Background: an optimization exercise with open tools, aiming at small area and a short achievable clock period. Do not read the settings as production practice. Only simulation tests tie the RTL to the original design; equivalence was not proved. No activity file was given, so power comes from the tool's default toggle rates.

## flow/design.v (module list and top-level ports; edited modules follow where they fit)
// module windlass_mac: 1253 lines
// module wm_fa: 4 lines
// module wm_fa1: 4 lines
// module wm_ha: 4 lines
// module wm_nand: 3 lines
// module wm_xnor: 3 lines
// module wm_xor: 3 lines
// module wm_inv: 3 lines
// module wm_gpa: 4 lines
// module wm_ga: 3 lines
// module wm_gpo: 4 lines
// module wm_go: 3 lines
module windlass_mac (
    input  wire        clk,
    input  wire        rst,
    input  wire        in_valid,
    input  wire        in_last,
    input  wire [31:0] in_a,
    input  wire [31:0] in_s,
    output reg         out_valid,
    output reg  [63:0] out_c
);
  // ...
==> flow/flow/run.sh <==
#!/bin/bash
# Layout flow: the standard synthesis, unchanged, then the standard ORFS
# steps (floorplan to finish) with timing repair aimed at a setup margin, so
# that the resizer works the design towards a shorter period than the clock's.
# The clock, the SDC and the design are the standard flow's. Each step's full output is in
# orfs/logs/ (ORFS's own logs) and in synth.log / layout.log here.
set -uo pipefail
MARGIN=$(cat flow/margin.txt)
bash standard.sh synth > synth.log 2>&1 || exit 1
bash standard.sh SETUP_SLACK_MARGIN=$MARGIN TNS_END_PERCENT=100 finish > layout.log 2>&1
==> flow/flow/margin.txt <==
7.3
==> flow/standard.sh <==
#!/bin/bash
# synth_recipe.tcl (not shown) runs the flow's synth.tcl, then flattens the netlist and writes it again
# the make line also repeats each setting of config.mk as NAME=value (left out here)
make -C /OpenROAD-flow-scripts/flow DESIGN_CONFIG=/design/flow/config.mk WORK_HOME=/design/flow/orfs CLKGATE_MAP_FILE= SYNTH_SCRIPT=/design/flow/synth_recipe.tcl "${@:-finish}"
==> flow/config.mk <==
export PLATFORM = sky130hd
export DESIGN_NAME = windlass_mac
export DESIGN_NICKNAME = windlass_mac
export VERILOG_FILES = /design/flow/design.v
export SDC_FILE = /design/flow/constraint.sdc
export NUM_CORES = 4
export LEC_CHECK = 0
export CAP_MARGIN = 20
export CORE_MARGIN = 2
export CORE_UTILIZATION = 40
export SLEW_MARGIN = 20
export SYNTH_HIERARCHICAL = 1
export SYNTH_MINIMUM_KEEP_SIZE = 0
==> flow/constraint.sdc <==
create_clock -name core_clock -period 11.0 [get_ports {clk}]
set_input_delay 2.2000 -clock core_clock [delete_from_list [all_inputs] [get_ports {clk}]]
set_output_delay 2.2000 -clock core_clock [all_outputs]
set_load 0.01 [all_outputs]
==> run summary, run 1 <==
- Status: no timing/DRC/antenna violations
- Cell depth of the worst setup path: 10
- Drt pass-1 iters: 8
- Final net count: ~3600
- Post-synthesis async set-or-reset flop share: 0
- CTS buffer count: 39
- Io pins: 133
- Sequential cells: 280
- Leading cell kind: multi-input gates
- DP Wirelength: about 69 mm
- Met3 Usage GRT: 0.0875
- Synth Register Bits: 280
- CP max FO: 13
- Post-synth cell types: 30
- WL per Instance: 31.1 um
- PwrDens: about 260 nW/um^2
- Fill cells: between 7000 and 8000
- Sequential share of cell area: 0.153
- Crit Path Class: flop to flop
- WL met2: between 50 and 60 mm
- M1 GR Usage: 0.340
- Mux contribution to synthesized area: 0
- RSZ-0062 raised after global routing: true
- 1st-iter DRT viols: 3673
- Via count: roughly 25000
- Slowest Stage Delay on Critical Path: 600 ps
- Fin. max-slew vios: 0
- Largest Register: out_c
- Sequential power share: 0.176
- Synth top cells by count: xnor2_1 (631), fa_1 (482), a22oi_1 (316), dfxtp_1 (280), a22oi_2 (180)
- Met2 usage in global routing: 0.420
- Complex-gate fraction of the synthesized area: 0.194
- Post-Synth Adder-Cell Area: 0.323
- Simple-Gate Fraction of Synth Area: 0.0517
- Detail Route Antenna Nets: 0
- Detailed-route DRC error count: 0
- Setup TNS: 0 ps
- IO Port Bufs: roughly 130
- Clock Power: between 1 and 1.5 mW
- Die W: between 200 and 300 um
- Util after Layout: 0.473
- Leak pwr: 13.7 nW
==> run 2, diff against run 1 <==
==> flow/flow/margin.txt (replaced) <==
7.6
==> run 2 against run 1 <==
  * Still clean
  * Sequential power hardly changed
  * Sequential share of layout area decreased by 1.2 points
  * Via count grew 8.9%
  * Combinational power rose by 9.0%
  * Maximum frequency shrank 4.3%
  * Non-clock buffer count grew 143
  * Synthesized cell count did not move
  * Largest cell class unchanged
  * Largest power group unchanged
==> run summary, run 2 <==
- Die Height: 288 um (unchanged)
- Largest net degree at the start of global routing: 65 (unchanged)
- Net Sw Frac: 0.483 (was 0.478)
- Global-route wire length before repair: 200 mm (was 165 mm)
- Synth area leader: fa_1 (unchanged)
- Worst-Skew Late Latency: 620 ps (was 590 ps)
- Clock share of power: 0.131 (was 0.145)
- CTS buffer count: 38 (was 39)
- Number of flip-flops under the largest register name: 64 (unchanged)
- Worst Hold Class: flop to flop (unchanged)
- Reg clk slew, reported paths: 60 ps (about the same)
- Post-synthesis async set-or-reset flop share: 0 (unchanged)
- Cell mode on critical path: fa_1 (unchanged)
- Largest Register: out_c (unchanged)
- Most frequent cells in the layout: xnor2_1 (535), a22oi_2 (270), fa_2 (249) (was xnor2_1 (619), fa_1 (459), a22oi_1 (307))
- Util after Layout: 0.525 (was 0.473)
- Crit start category: flop (unchanged)
- Power Total: 10.6 mW (was 10.0 mW)
- Fin. max-slew vios: 0 (unchanged)
- Top cells by area, synth: fa_1 (30%), dfxtp_1 (17%), xnor2_1 (17%) (unchanged)
- PwrDens: 251 nW/um^2 (was 264 nW/um^2)
- Req. time, crit path: 11490 ps (was 11450 ps)
- Slowest Stage Delay on Critical Path: 590 ps (was 600 ps)
- Clk sinks: 280 (unchanged)
- Synth top cells by count: xnor2_1 (631), fa_1 (482), a22oi_1 (316), dfxtp_1 (280), a22oi_2 (180) (unchanged)
- Total grt overflow: 0 (unchanged)
- Drt pass-1 iters: 9 (was 8)
- Post-route insts no fill: 4227 (was 4085)
- Slew HR: 0.616 (was 0.592)
- Vias in the first global route: 28100 (was 25500)
- Commonest non-fill, non-tap cell in the layout: xnor2_1 (unchanged)
- Die W: 288 um (unchanged)
- CP max stage cell: fa_1 (unchanged)
- Detail Route Antenna Nets: 0 (unchanged)
- CP arrival: 4370 ps (was 4170 ps)
- Initial Utilization: 0.402 (unchanged)
- Slew @ Worst Pin: 576 ps (was 613 ps)
- Layout cells sized above 1: 0.442 (was 0.243)
- Setup ws final: 7110 ps (was 7280 ps)
- Post-synthesis sequential area ratio: 0.174 (unchanged)
- Io pins: 133 (unchanged)
- Max_cap viols: 0 (unchanged)
- WL per Instance: 35.0 um (was 31.1 um)
- IO Port Bufs: 132 (unchanged)
- Post-Syn Area: 32200 um^2 (unchanged)
- DP Wirelength: 69.0 mm (was 68.9 mm)
- Sequential power share: 0.169 (was 0.176)
- Antenna violations before repair: 7 (was 4)
- RSZ-0062 raised after global routing: true (unchanged)
- Yosys top cell area share: 0.299 (unchanged)
- Via count: 27300 (was 25100)
- Pre-CTS setup slack: 6910 ps (was 6880 ps)
- Worst setup EP type: flop (unchanged)
- Clock skew: 31.7 ps (was 29.1 ps)
- Full die area: 82900 um^2 (unchanged)
- Setup TNS: 0 ps (unchanged)
- R2r setup slk: 7110 ps (was 7280 ps)
- Post-synth EDFFs: 0 (unchanged)
- Placeable core area: 80200 um^2 (unchanged)
- CP cell instances: buf_16, a22oi_2, xnor2_2, fa_1, fa_2, fa_1, fa_1, fa_2 (was buf_4, clkbuf_16, buf_4, a22oi_2, xnor2_1, fa_1, fa_1, fa_1, fa_2, fa_1)
- Net Sw Power: 5.10 mW (was 4.79 mW)
- Int Pwr: 5.46 mW (was 5.22 mW)
- H-Tree Depth: 2 (unchanged)
- Fmax: 0.257 GHz (was 0.269 GHz)
- 1st-iter DRT viols: 4343 (was 3673)
- Cell Rows: 104 (unchanged)
- Final net count: 3744 (was 3602)
- Combinational share of power: 0.701 (was 0.678)
- Fin crit share: 0.353 (was 0.338)
- Placed Cells incl. Taps: 3876 (was 3875)
- Status: no timing/DRC/antenna violations (unchanged)
- Final Hold Viols: 0 (unchanged)
- CTS max path bufs: 3 (unchanged)
- Area growth, synth to finish: 30.6% (was 17.6%)
- Final wirelength: 148 mm (was 127 mm)
- Placer Congestion: 0.913 (was 0.935)
- Crit Path Class: flop to flop (unchanged)
- Via/cell ratio: 6.46 (was 6.14)
- Top flop regs: out_c: 64 flops, r0: 63 flops, r1: 49 flops (unchanged)
- Syn_area_per_cell: 11.1 um^2 (unchanged)
- Main synth FF type: dfxtp_1 (unchanged)
- # setup viols final: 0 (unchanged)
- Clock root buffer: clkbuf_16 (unchanged)
- Post-synth cell types: 30 (unchanged)
- Post-Synthesis Cells: 2899 (unchanged)
- Count leader, synth: xnor2_1 (unchanged)
- CTS tree: done (unchanged)
- Detailed-route DRC error count: 0 (unchanged)
- Global router's overall resource usage: 0.338 (was 0.268)
- Synth warn: 7 (unchanged)
- Worst vdd ir: 0.147 mV (was 0.155 mV)
- Syn nets: 3509 (unchanged)
- CP max FO: 16 (was 13)
- Synth Register Bits: 280 (unchanged)
- Leak pwr: 15.2 nW (was 13.7 nW)
- Min Clock Period, post-route: 3890 ps (was 3720 ps)
run 2: worst max-delay path: cells and delay by family (launching register included):
family,cells,cell delay (ps)
DFF,1,480
buffers and inverters,1,250
AOI/OAI and AO/OA,1,130
adders and majority gates,5,2620
xor gates and xnor gates,1,250
run 2: what timing repair did:
action	CTS	global route
gates resized for setup	848	268
setup buffers	116	85
cloned	70	7
hold buffers	0	0
pin swaps	259	161
setup endpoints to repair	197	140
run 2: final timing paths:
| check | from | end | cells after the start |
|---|---|---|---|
| worst max register to register | a_r[14] | r1[38] | 8 |
| worst max-delay path | a_r[14] | r1[38] | 8 |
| worst min-delay path | l0 | l1 | 1 |
| worst min register to register | l0 | l1 | 1 |
run 2: modules after synthesis (local to each module, per instance), excerpt:
module        flops+latches  area [um^2]  copies in the design  cells inside
windlass_mac            280        18300                     1          1782
wm_fa                     0         20.0                   482             1
wm_fa1                    0         27.5                    15             5
wm_ga                     0         8.76                    20             1
wm_go                     0         5.00                    41             1
wm_gpo                    0         12.5                    72             2
wm_ha                     0         12.5                    45             1
wm_inv                    0         3.75                    19             1
wm_nand                   0         3.75                    62             1
wm_xnor                   0         8.76                   104             1
wm_xor                    0         8.76                    21             1
run 2: through the flow:
stage / area (um^2) / hold slack (ps)
2_1_floorplan: 32200 / 332
3_3_place_gp: 33300 / 425
3_5_place_dp: 33300 / 439
4_1_cts: 40300 / 454
5_1_grt: 42100 / 484
6_report: 42100 / 447
run 2: cell families after synthesis:
family                   count (synthesis)  synth area share
XOR/XNOR                               668             0.181
flip-flops                             280             0.174
buffers and inverters                  362            0.0767
AND/OR/NAND/NOR                        335            0.0517
adder cells (fa/ha/maj)                542             0.323
AO/OA/AOI/OAI                          712             0.194
run 2: layout make-up:
class                      instances  area, um^2
multi-input combinational       2257       26200
tap                             1060        1330
clock buffer                      47        1050
timing repair buffer             478        7040
sequential                       280        5900
fill                            6644       38100
clock inverter                    23         297
inverter                          79         297
antenna                            3        7.51
run 2: metal layers:
metal / GRT usage / share of wire
met1: 0.381 / 0.33
met2: 0.493 / 0.41
met3: 0.171 / 0.16
met4: 0.241 / 0.094
met5: 0.0116 / 0.0038
run 2: power by group through the flow:
| stage | Clock (mW) | Combinational [mW] | Sequential, mW |
|---|---|---|---|
| final | 1.38 | 7.40 | 1.79 |
| after global routing | 1.43 | 7.94 | 1.81 |
| after CTS | 1.38 | 6.92 | 1.78 |
| after detailed placement | 0 | 6.50 | 1.79 |
| after global placement | 0 | 6.37 | 1.78 |
| after floorplan | 0 | 4.64 | 1.70 |
==> run 3, diff against run 2 <==
==> flow/flow/run.sh (replaced) <==
#!/bin/bash
# Layout flow: the standard synthesis, unchanged, then the standard ORFS
# steps (floorplan to finish) with different repair settings:
#   - timing repair aims at the setup margin in flow/margin.txt, so that the
#     resizer works the design towards a shorter period than the clock's;
#   - extra make variables from flow/args.txt, one per line (resizer and port-buffer
#     options).
# The clock, the SDC and the design are the standard flow's. Each step's full output is
# in orfs/logs/ (ORFS's own logs) and in synth.log / layout.log here.
set -uo pipefail
MARGIN=$(cat flow/margin.txt)
mapfile -t EXTRA < flow/args.txt
bash standard.sh synth > synth.log 2>&1 || exit 1
bash standard.sh SETUP_SLACK_MARGIN=$MARGIN TNS_END_PERCENT=100 "${EXTRA[@]}" finish > layout.log 2>&1
==> flow/flow/args.txt (new file) <==
MATCH_CELL_FOOTPRINT=0
BUFFER_PORTS_ARGS=-buffer_cell sky130_fd_sc_hd__buf_2
==> flow/flow/margin.txt (replaced) <==
7.4
==> run 3 against run 2 <==
  * Critical path type unchanged
  * Combinational power fell by 9.3%
  * Largest cell class unchanged
  * Register-to-register slack improved by 150 ps
  * Sequential cell count did not move
  * Sequential share of layout area rose by 1.0 points
  * Still clean on timing, DRC and antenna
  * Design area fell by 8.1%
  * Synthesized area did not move
  * Sequential power barely moved
==> run summary, run 3 <==
- Worst R2R Path Depth: 9 (was 8)
- # hold bufs at CTS: 0 (unchanged)
- Full die area: 82900 um^2 (unchanged)
- 1st-iter DRT viols: 3907 (was 4343)
- Placed cell area: 32600 um^2 (was 33300 um^2)
- Net Sw Power: 4.75 mW (was 5.10 mW)
- Global router's overall resource usage: 0.283 (was 0.338)
- Commonest non-fill, non-tap cell in the layout: xnor2_1 (unchanged)
- Min Clock Period, post-route: 3740 ps (was 3890 ps)
- Post-Syn Area: 32200 um^2 (unchanged)
- WL per Instance: 32.8 um (was 35.0 um)
- Clock root buffer: clkbuf_16 (unchanged)
- Req. time, crit path: 11460 ps (was 11490 ps)
- Die Height: 288 um (unchanged)
- Crit start category: flop (unchanged)
- Post-Synth XOR/XNOR Area: 0.181 (unchanged)
- CP cell instances: buf_12, buf_12, a22oi_2, xnor2_1, fa_1, fa_1, fa_1, fa_1, fa_1 (was buf_16, a22oi_2, xnor2_2, fa_1, fa_2, fa_1, fa_1, fa_2)
- WHS Endpoint: clr (was l1)
- Largest Register: out_c (unchanged)
- Sequential power share: 0.178 (was 0.169)
- CTS tree: done (unchanged)
- Cell Rows: 104 (unchanged)
- Post-route insts no fill: 4147 (was 4227)
- Slowest Stage Delay on Critical Path: 580 ps (was 590 ps)
- Io pins: 133 (unchanged)
- Hold path start: rst_d (was l0)
- Vias in the first global route: 24900 (was 28100)
- Post-Synthesis Cells: 2899 (unchanged)
- Syn_area_per_cell: 11.1 um^2 (unchanged)
- Layout cells sized above 1: 0.328 (was 0.442)
- Post-Synth Adder-Cell Area: 0.323 (unchanged)
- Via count: 26000 (was 27300)
- Fin. max-slew vios: 0 (unchanged)
- Largest net degree at the start of global routing: 65 (unchanged)
- H-Tree Depth: 2 (unchanged)
- Worst setup EP type: flop (unchanged)
- Complex-gate fraction of the synthesized area: 0.194 (unchanged)
- Post-synthesis async set-or-reset flop share: 0 (unchanged)
- Worst Hold Class: flop to flop (unchanged)
- Count leader, synth: xnor2_1 (unchanged)
- CP arrival: 4200 ps (was 4370 ps)
- Clock skew: 40.0 ps (was 31.7 ps)
- Synth top cells by count: xnor2_1 (631), fa_1 (482), a22oi_1 (316), dfxtp_1 (280), a22oi_2 (180) (unchanged)
- Initial Utilization: 0.402 (unchanged)
- Largest family of logic cells by synthesized area: adder cells (unchanged)
- Final net count: 3662 (was 3744)
- Die W: 288 um (unchanged)
- Synth warn: 7 (unchanged)
- Final Hold Viols: 0 (unchanged)
- Global-route wire length before repair: 171 mm (was 200 mm)
- Clk sinks: 280 (unchanged)
- Mux contribution to synthesized area: 0 (unchanged)
- Placer Congestion: 0.914 (was 0.913)
- Drt pass-1 iters: 11 (was 9)
- Leak pwr: 14.2 nW (was 15.2 nW)
- RSZ-0062 raised after global routing: true (unchanged)
- Simple-Gate Fraction of Synth Area: 0.0517 (unchanged)
- Placeable core area: 80200 um^2 (unchanged)
- Total grt overflow: 0 (unchanged)
- CTS buffer count: 38 (unchanged)
- PwrDens: 256 nW/um^2 (was 251 nW/um^2)
- CTS max path bufs: 3 (unchanged)
- Crit Path Class: flop to flop (unchanged)
- Combinational share of power: 0.677 (was 0.701)
- Top flop regs: out_c: 64 flops, r0: 63 flops, r1: 49 flops (unchanged)
- Fin area: 38700 um^2 (was 42100 um^2)
- Top cells by area, synth: fa_1 (30%), dfxtp_1 (17%), xnor2_1 (17%) (unchanged)
- Worst-Skew Late Latency: 600 ps (was 620 ps)
- Fin crit share: 0.340 (was 0.353)
- Area growth, synth to finish: 19.9% (was 30.6%)
- Detail Route Antenna Nets: 0 (unchanged)
- Power Total: 9.91 mW (was 10.6 mW)
- Clock share of power: 0.145 (was 0.131)
- Main synth FF type: dfxtp_1 (unchanged)
- Setup TNS: 0 ps (unchanged)
- Reg clk slew, reported paths: 60 ps (about the same)
- Net Sw Frac: 0.479 (was 0.483)
- DP Wirelength: 66.6 mm (was 69.0 mm)
- Antenna violations before repair: 13 (was 7)
- R2r setup slk: 7260 ps (was 7110 ps)
- Fmax: 0.267 GHz (was 0.257 GHz)
- Post-synth EDFFs: 0 (unchanged)
- Most frequent cells in the layout: xnor2_1 (606), fa_1 (404), a22oi_1 (292) (was xnor2_1 (535), a22oi_2 (270), fa_2 (249))
- Slew @ Worst Pin: 574 ps (was 576 ps)
- Detailed-route DRC error count: 0 (unchanged)
- Number of flip-flops under the largest register name: 64 (unchanged)
- Status: no timing/DRC/antenna violations (unchanged)
- # setup viols final: 0 (unchanged)
- Cell mode on critical path: fa_1 (unchanged)
- Post-synthesis sequential area ratio: 0.174 (unchanged)
- Hold Crit Depth: 1 (unchanged)
- Max_cap viols: 0 (unchanged)
- Synth area leader: fa_1 (unchanged)
- WHS: 420 ps (was 447 ps)
- CP max FO: 13 (was 16)
- Post-synth cell types: 30 (unchanged)
- Syn nets: 3509 (unchanged)
- Placed Cells incl. Taps: 3879 (was 3876)
- Slew HR: 0.617 (was 0.616)
- Synth Register Bits: 280 (unchanged)
- Yosys top cell area share: 0.299 (unchanged)
- Reg-to-reg endpoint: r1[37] (was r1[38])
- IO Port Bufs: 132 (unchanged)
- R2r startpoint: a_r[9] (was a_r[14])
- Via/cell ratio: 6.27 (was 6.46)
- Worst vdd ir: 0.154 mV (was 0.147 mV)
- Int Pwr: 5.16 mW (was 5.46 mW)
- CP max stage cell: fa_1 (unchanged)
- Final wirelength: 136 mm (was 148 mm)
[run 3: per-stage QoR]
stage	setup WS (ps)	utilization
finish	7260	0.482
CTS	7320	0.447
floorplan	7580	-
global placement	6980	0.407
detailed placement	6960	0.407
global route	7240	0.482
[run 3: logic make-up (layout without fill, tap and decap cells)]
logic type | after synthesis | in the layout
adder cells (fa/ha/maj) | 542 | 542
AND/OR/NAND/NOR | 335 | 335
flip-flops | 280 | 280
buffers and inverters | 362 | 545
XOR/XNOR | 668 | 668
AO/OA/AOI/OAI | 712 | 712
other | 0 | 5
[run 3: worst max-delay path, delay by kind of cell (launching register included)]
| kind | cells | cell delay [ps] |
|---|---|---|
| buf+inv | 2 | 310 |
| xor+xnor | 1 | 200 |
| fa+ha+maj | 5 | 2470 |
| compound gates | 1 | 240 |
| flops | 1 | 390 |
[run 3: layout make-up]
type                       count  area [um^2]
inverter                      79          297
clock inverter                25          409
tap                         1060         1330
antenna                        5         12.5
timing repair buffer         396         5090
clock buffer                  45         1020
sequential                   280         5820
fill                        7180        41500
multi-input combinational   2257        24700
[run 3: layer usage]
layer	vias up	share of wire	routed length, um	global-route usage
met5	-	0.0034	462	0
met1	12600	0.35	47100	0.349
met3	815	0.16	21600	0.112
met4	28	0.082	11100	0.152
li1	10100	-	-	-
met2	2461	0.41	55800	0.424
[run 3: timing repair]
action                                  CTS  global route
gates cloned                             20            43
hold endpoints to repair                  0             0
pin swaps                                11            83
resized for setup                       250           234
setup buffers                            37            93
endpoints found under the setup margin   89            73
[run 3: modules after synthesis, one instance, submodules excluded, excerpt]
module | copies in the design | cells | area [um^2] | flip-flops and latches
wm_nand | 62 | 1 | 3.75 | 0
wm_ga | 20 | 1 | 8.76 | 0
wm_inv | 19 | 1 | 3.75 | 0
wm_xor | 21 | 1 | 8.76 | 0
wm_gpa | 52 | 2 | 12.5 | 0
wm_go | 41 | 1 | 5.00 | 0
wm_fa1 | 15 | 5 | 27.5 | 0
wm_gpo | 72 | 2 | 12.5 | 0
wm_fa | 482 | 1 | 20.0 | 0
[run 3: power groups by stage]
stage,clock network [mW],logic [mW],registers [mW]
2_1_floorplan,0,4.64,1.70
6_report,1.43,6.71,1.77
3_3_place_gp,0,6.18,1.77
5_1_grt,1.49,7.26,1.79
3_5_place_dp,0,6.30,1.77
4_1_cts,1.45,6.40,1.76
[run 3: how the worst max path moves through the flow]
stage                        from  endpoint  slack (ps)  depth (start not counted)
after floorplan           ng_r[3]    r1[27]        7580                          8
after global placement    x2_r[6]    r0[19]        6980                          7
after detailed placement  x2_r[6]    r0[19]        6960                          7
after CTS                  a_r[3]    r0[19]        7320                          8
after global routing       a_r[7]    r1[22]        7240                          8
final                      a_r[9]    r1[37]        7260                          9
==> run 4, diff against run 3 <==
==> flow/flow/run.sh (replaced) <==
#!/bin/bash
# Layout flow: the standard synthesis, unchanged, then the standard ORFS
# steps (floorplan to finish) with different repair settings:
#   - up to and including CTS, timing repair aims at the setup margin in
#     flow/margin.txt, so that the resizer works the design towards a shorter
#     period than the clock's; after CTS (global route onwards) it aims at the
#     margin in flow/margin_route.txt;
#   - extra make variables from flow/args.txt, one per line (resizer and
#     port-buffer options).
# The clock, the SDC and the design are the standard flow's. Each step's full output is
# in orfs/logs/ (ORFS's own logs) and in synth.log / cts.log / layout.log here.
set -uo pipefail
MARGIN=$(cat flow/margin.txt)
MARGIN_ROUTE=$(cat flow/margin_route.txt)
mapfile -t EXTRA < flow/args.txt
bash standard.sh synth > synth.log 2>&1 || exit 1
bash standard.sh SETUP_SLACK_MARGIN=$MARGIN TNS_END_PERCENT=100 "${EXTRA[@]}" cts > cts.log 2>&1 || exit 1
bash standard.sh SETUP_SLACK_MARGIN=$MARGIN_ROUTE TNS_END_PERCENT=100 "${EXTRA[@]}" finish > layout.log 2>&1
==> flow/flow/margin_route.txt (new file) <==
0
==> run 4 against run 3 <==
  * Hold slack barely moved
  * Largest power group unchanged
  * Critical path depth fell by 1
  * Total power fell by 2.8%
  * Maximum frequency rose by 0.81%
  * Sequential share of layout area rose by 0.90 points
  * Core utilization fell by 3.5 points
  * Synthesized area did not move
  * Combinational power fell by 3.9%
  * Still clean
==> run summary, run 4 <==
- Status: no timing/DRC/antenna violations (unchanged)
- Yosys top cell area share: 0.299 (unchanged)
- PwrDens: 269 nW/um^2 (was 256 nW/um^2)
- Synth warn: 7 (unchanged)
- Req. time, crit path: 11440 ps (was 11460 ps)
- Syn nets: 3509 (unchanged)
- Cell Rows: 104 (unchanged)
- Worst vdd ir: 0.155 mV (was 0.154 mV)
- 1st-iter DRT viols: 2762 (was 3907)
- DP Wirelength: 66.6 mm (unchanged)
- CTS buffer count: 38 (unchanged)
- Post-route insts no fill: 4010 (was 4147)
- Clock share of power: 0.148 (was 0.145)
- Slew @ Worst Pin: 632 ps (was 574 ps)
- Clk sinks: 280 (unchanged)
- Number of flip-flops under the largest register name: 64 (unchanged)
- Combinational share of power: 0.669 (was 0.677)
- Placeable core area: 80200 um^2 (unchanged)
- Via/cell ratio: 5.94 (was 6.27)
- Top cells by area, synth: fa_1 (30%), dfxtp_1 (17%), xnor2_1 (17%) (unchanged)
- Global router's overall resource usage: 0.283 (unchanged)
- Die Height: 288 um (unchanged)
- Worst setup EP type: flop (unchanged)
- Crit Path Class: flop to flop (unchanged)
- Global-route wire length before repair: 171 mm (unchanged)
- Reg clk slew, reported paths: 60 ps (about the same)
- Clock root buffer: clkbuf_16 (unchanged)
- RSZ-0062 raised after global routing: false (was true)
- Max_cap viols: 0 (unchanged)
- Detail Route Antenna Nets: 0 (unchanged)
- H-Tree Depth: 2 (unchanged)
- Placer Congestion: 0.914 (unchanged)
- Met2 usage in global routing: 0.424 (unchanged)
- Drt pass-1 iters: 6 (was 11)
- Final net count: 3526 (was 3662)
- # setup viols final: 0 (unchanged)
- Placed Cells incl. Taps: 3879 (unchanged)
- Worst Hold Class: flop to flop (unchanged)
- CTS tree: done (unchanged)
- Post-synth cell types: 30 (unchanged)
- Met3 Usage GRT: 0.112 (unchanged)
- Leak pwr: 13.0 nW (was 14.2 nW)
- Post-synth EDFFs: 0 (unchanged)
- Full die area: 82900 um^2 (unchanged)
- Worst-Skew Late Latency: 590 ps (was 600 ps)
- Gr busiest metal: met2 (unchanged)
- Post-Synthesis Cells: 2899 (unchanged)
- Vias in the first global route: 24900 (unchanged)
- Fmax: 0.270 GHz (was 0.267 GHz)
- Clock skew: 37.8 ps (was 40.0 ps)
- Net Sw Frac: 0.478 (was 0.479)
- Final Hold Viols: 0 (unchanged)
- Sequential power share: 0.183 (was 0.178)
- Post-Syn Area: 32200 um^2 (unchanged)
- Setup TNS: 0 ps (unchanged)
- CP arrival: 4150 ps (was 4200 ps)
- IO Port Bufs: 132 (unchanged)
- Layout cells sized above 1: 0.244 (was 0.328)
- Final wirelength: 118 mm (was 136 mm)
- Area growth, synth to finish: 11.2% (was 19.9%)
- Io pins: 133 (unchanged)
- Total grt overflow: 0 (unchanged)
- Synth top cells by count: xnor2_1 (631), fa_1 (482), a22oi_1 (316), dfxtp_1 (280), a22oi_2 (180) (unchanged)
- Largest net degree at the start of global routing: 65 (unchanged)
- Largest Register: out_c (unchanged)
- Crit start category: flop (unchanged)
- CP max FO: 17 (was 13)
- Die W: 288 um (unchanged)
- Net Sw Power: 4.61 mW (was 4.75 mW)
- WL per Instance: 29.4 um (was 32.8 um)
- Min Clock Period, post-route: 3710 ps (was 3740 ps)
- Top flop regs: out_c: 64 flops, r0: 63 flops, r1: 49 flops (unchanged)
- Commonest non-fill, non-tap cell in the layout: xnor2_1 (unchanged)
- Fin crit share: 0.337 (was 0.340)
- Detailed-route DRC error count: 0 (unchanged)
- Synth area leader: fa_1 (unchanged)
- Int Pwr: 5.02 mW (was 5.16 mW)
- CTS max path bufs: 3 (unchanged)
- Post-synthesis sequential area ratio: 0.174 (unchanged)
- Post-synthesis async set-or-reset flop share: 0 (unchanged)
- Fin. max-slew vios: 0 (unchanged)
- Via count: 23800 (was 26000)
- M1 GR Usage: 0.349 (unchanged)
- Main synth FF type: dfxtp_1 (unchanged)
- Synth Register Bits: 280 (unchanged)
- Count leader, synth: xnor2_1 (unchanged)
- Initial Utilization: 0.402 (unchanged)
- Slew HR: 0.578 (was 0.617)
- Antenna violations before repair: 10 (was 13)
- Most frequent cells in the layout: xnor2_1 (630), fa_1 (479), a22oi_1 (316) (was xnor2_1 (606), fa_1 (404), a22oi_1 (292))
- Syn_area_per_cell: 11.1 um^2 (unchanged)
==> run 4: cell families (layout without fill, tap and decap cells) <==
logic type | Yosys count | count (layout) | synth area share
compound gates | 712 | 712 | 0.194
xor+xnor | 668 | 668 | 0.181
fa+ha+maj | 542 | 542 | 0.323
buf+inv | 362 | 409 | 0.0767
simple gates | 335 | 335 | 0.0517
flops | 280 | 280 | 0.174
other cells | 0 | 4 | 0
==> run 4: critical path, cell delays in order (launching register included) <==
cell,delay (ps)
dfxtp_4,610
buf_16,240
a22oi_1,130
xnor2_1,200
fa_1,460
fa_1,520
fa_1,410
fa_1,560
fa_1,440
==> run 4: path summary, 6_finish.rpt <==
check                end  startpoint  cells after the start  slack (ps)
setup / recovery  r1[36]    x2_r[10]                      8        7290
hold / removal       clr       rst_d                      1         420
setup reg to reg  r1[36]    x2_r[10]                      8        7290
hold reg to reg      clr       rst_d                      1         420
==> run 4: power groups by stage <==
stage,logic (mW),registers (mW),clock network [mW]
after floorplan,4.64,1.70,0
after global placement,6.18,1.77,0
after detailed placement,6.30,1.77,0
after CTS,6.40,1.76,1.45
after global routing,7.06,1.79,1.49
final,6.45,1.76,1.42
==> run 4: timing repair <==
item | CTS | global route
endpoints found under the hold margin | 0 | 0
hold buffers | 0 | 0
resized for setup | 250 | 0
setup buffers | 37 | 0
endpoints found under the setup margin | 89 | 0
==> run 4: per-layer routing <==
layer  vias up  share of wire
met3       449           0.13
li1       9772              -
met2      1673           0.43
met1     11900           0.38
met4        14          0.062
met5         -        0.00075
==> run 4: area by class of cell <==
class	instances	area, um^2
multi-input cells	2257	24200
clock buffers	45	1020
well taps	1060	1330
repair buffers	260	2880
fillers	7533	44300
inverters	79	297
diodes	4	10.0
clock inverters	25	409
flip-flops and latches	280	5720
==> run 4: stage by stage <==
step,worst slack (ps),instance area (um^2),hold WS [ps],power [mW],util
after global routing,7210,35800,449,10.3,0.447
final,7290,35800,420,9.63,0.447
after CTS,7320,35800,427,9.61,0.447
after global placement,6980,32600,393,7.96,0.407
after floorplan,7580,32200,332,6.34,-
after detailed placement,6960,32600,405,8.08,0.407
==> run 4: Yosys stat by module (local to each module, per instance), a selection <==
module        cells  area [um^2]  flip-flops and latches
wm_fa             1         20.0                       0
wm_xor            1         8.76                       0
wm_nand           1         3.75                       0
wm_ha             1         12.5                       0
wm_ga             1         8.76                       0
wm_gpo            2         12.5                       0
wm_gpa            2         12.5                       0
wm_inv            1         3.75                       0
wm_fa1            5         27.5                       0
windlass_mac   1782        18300                     280

-- afterwards: timing with drivers on the ports --
The results above use ideal ports. As a check the final layouts listed here were re-extracted and re-timed, cells and wires unchanged.
Step 1, drivers: a clkbuf_16 drives clk and a buf_2 each remaining input, both assumed.
Step 2, shift: input delay + t, output delay - t, t = (earliest + latest rising clock arrival at the registers) / 2. This alone moves slack from input paths to output paths.
Three values: ideal, step 1, step 2; two values: the first two.
| run | shift t [ns] | slack for setup (ns) | clock arrival spread, ns | pins driven straight from the clock port |
|---|---|---|---|---|
| run 1 | 0.645 | 7.281 / 7.275 / 7.251 | 0.030 / 0.031 | 1 |
| run 2 | 0.679 | 7.113 / 7.113 / 7.113 | 0.033 / 0.034 | 1 |
| run 3 | 0.649 | 7.260 / 7.260 / 7.260 | 0.042 / 0.041 | 1 |
| run 4 | 0.640 | 7.290 / 7.290 / 7.290 | 0.038 / 0.038 | 1 |
After both steps setup and hold are still met in every run listed. The setup slack of run 1, which loses most, moves by -0.006 ns with the drivers and by -0.030 ns with both steps.
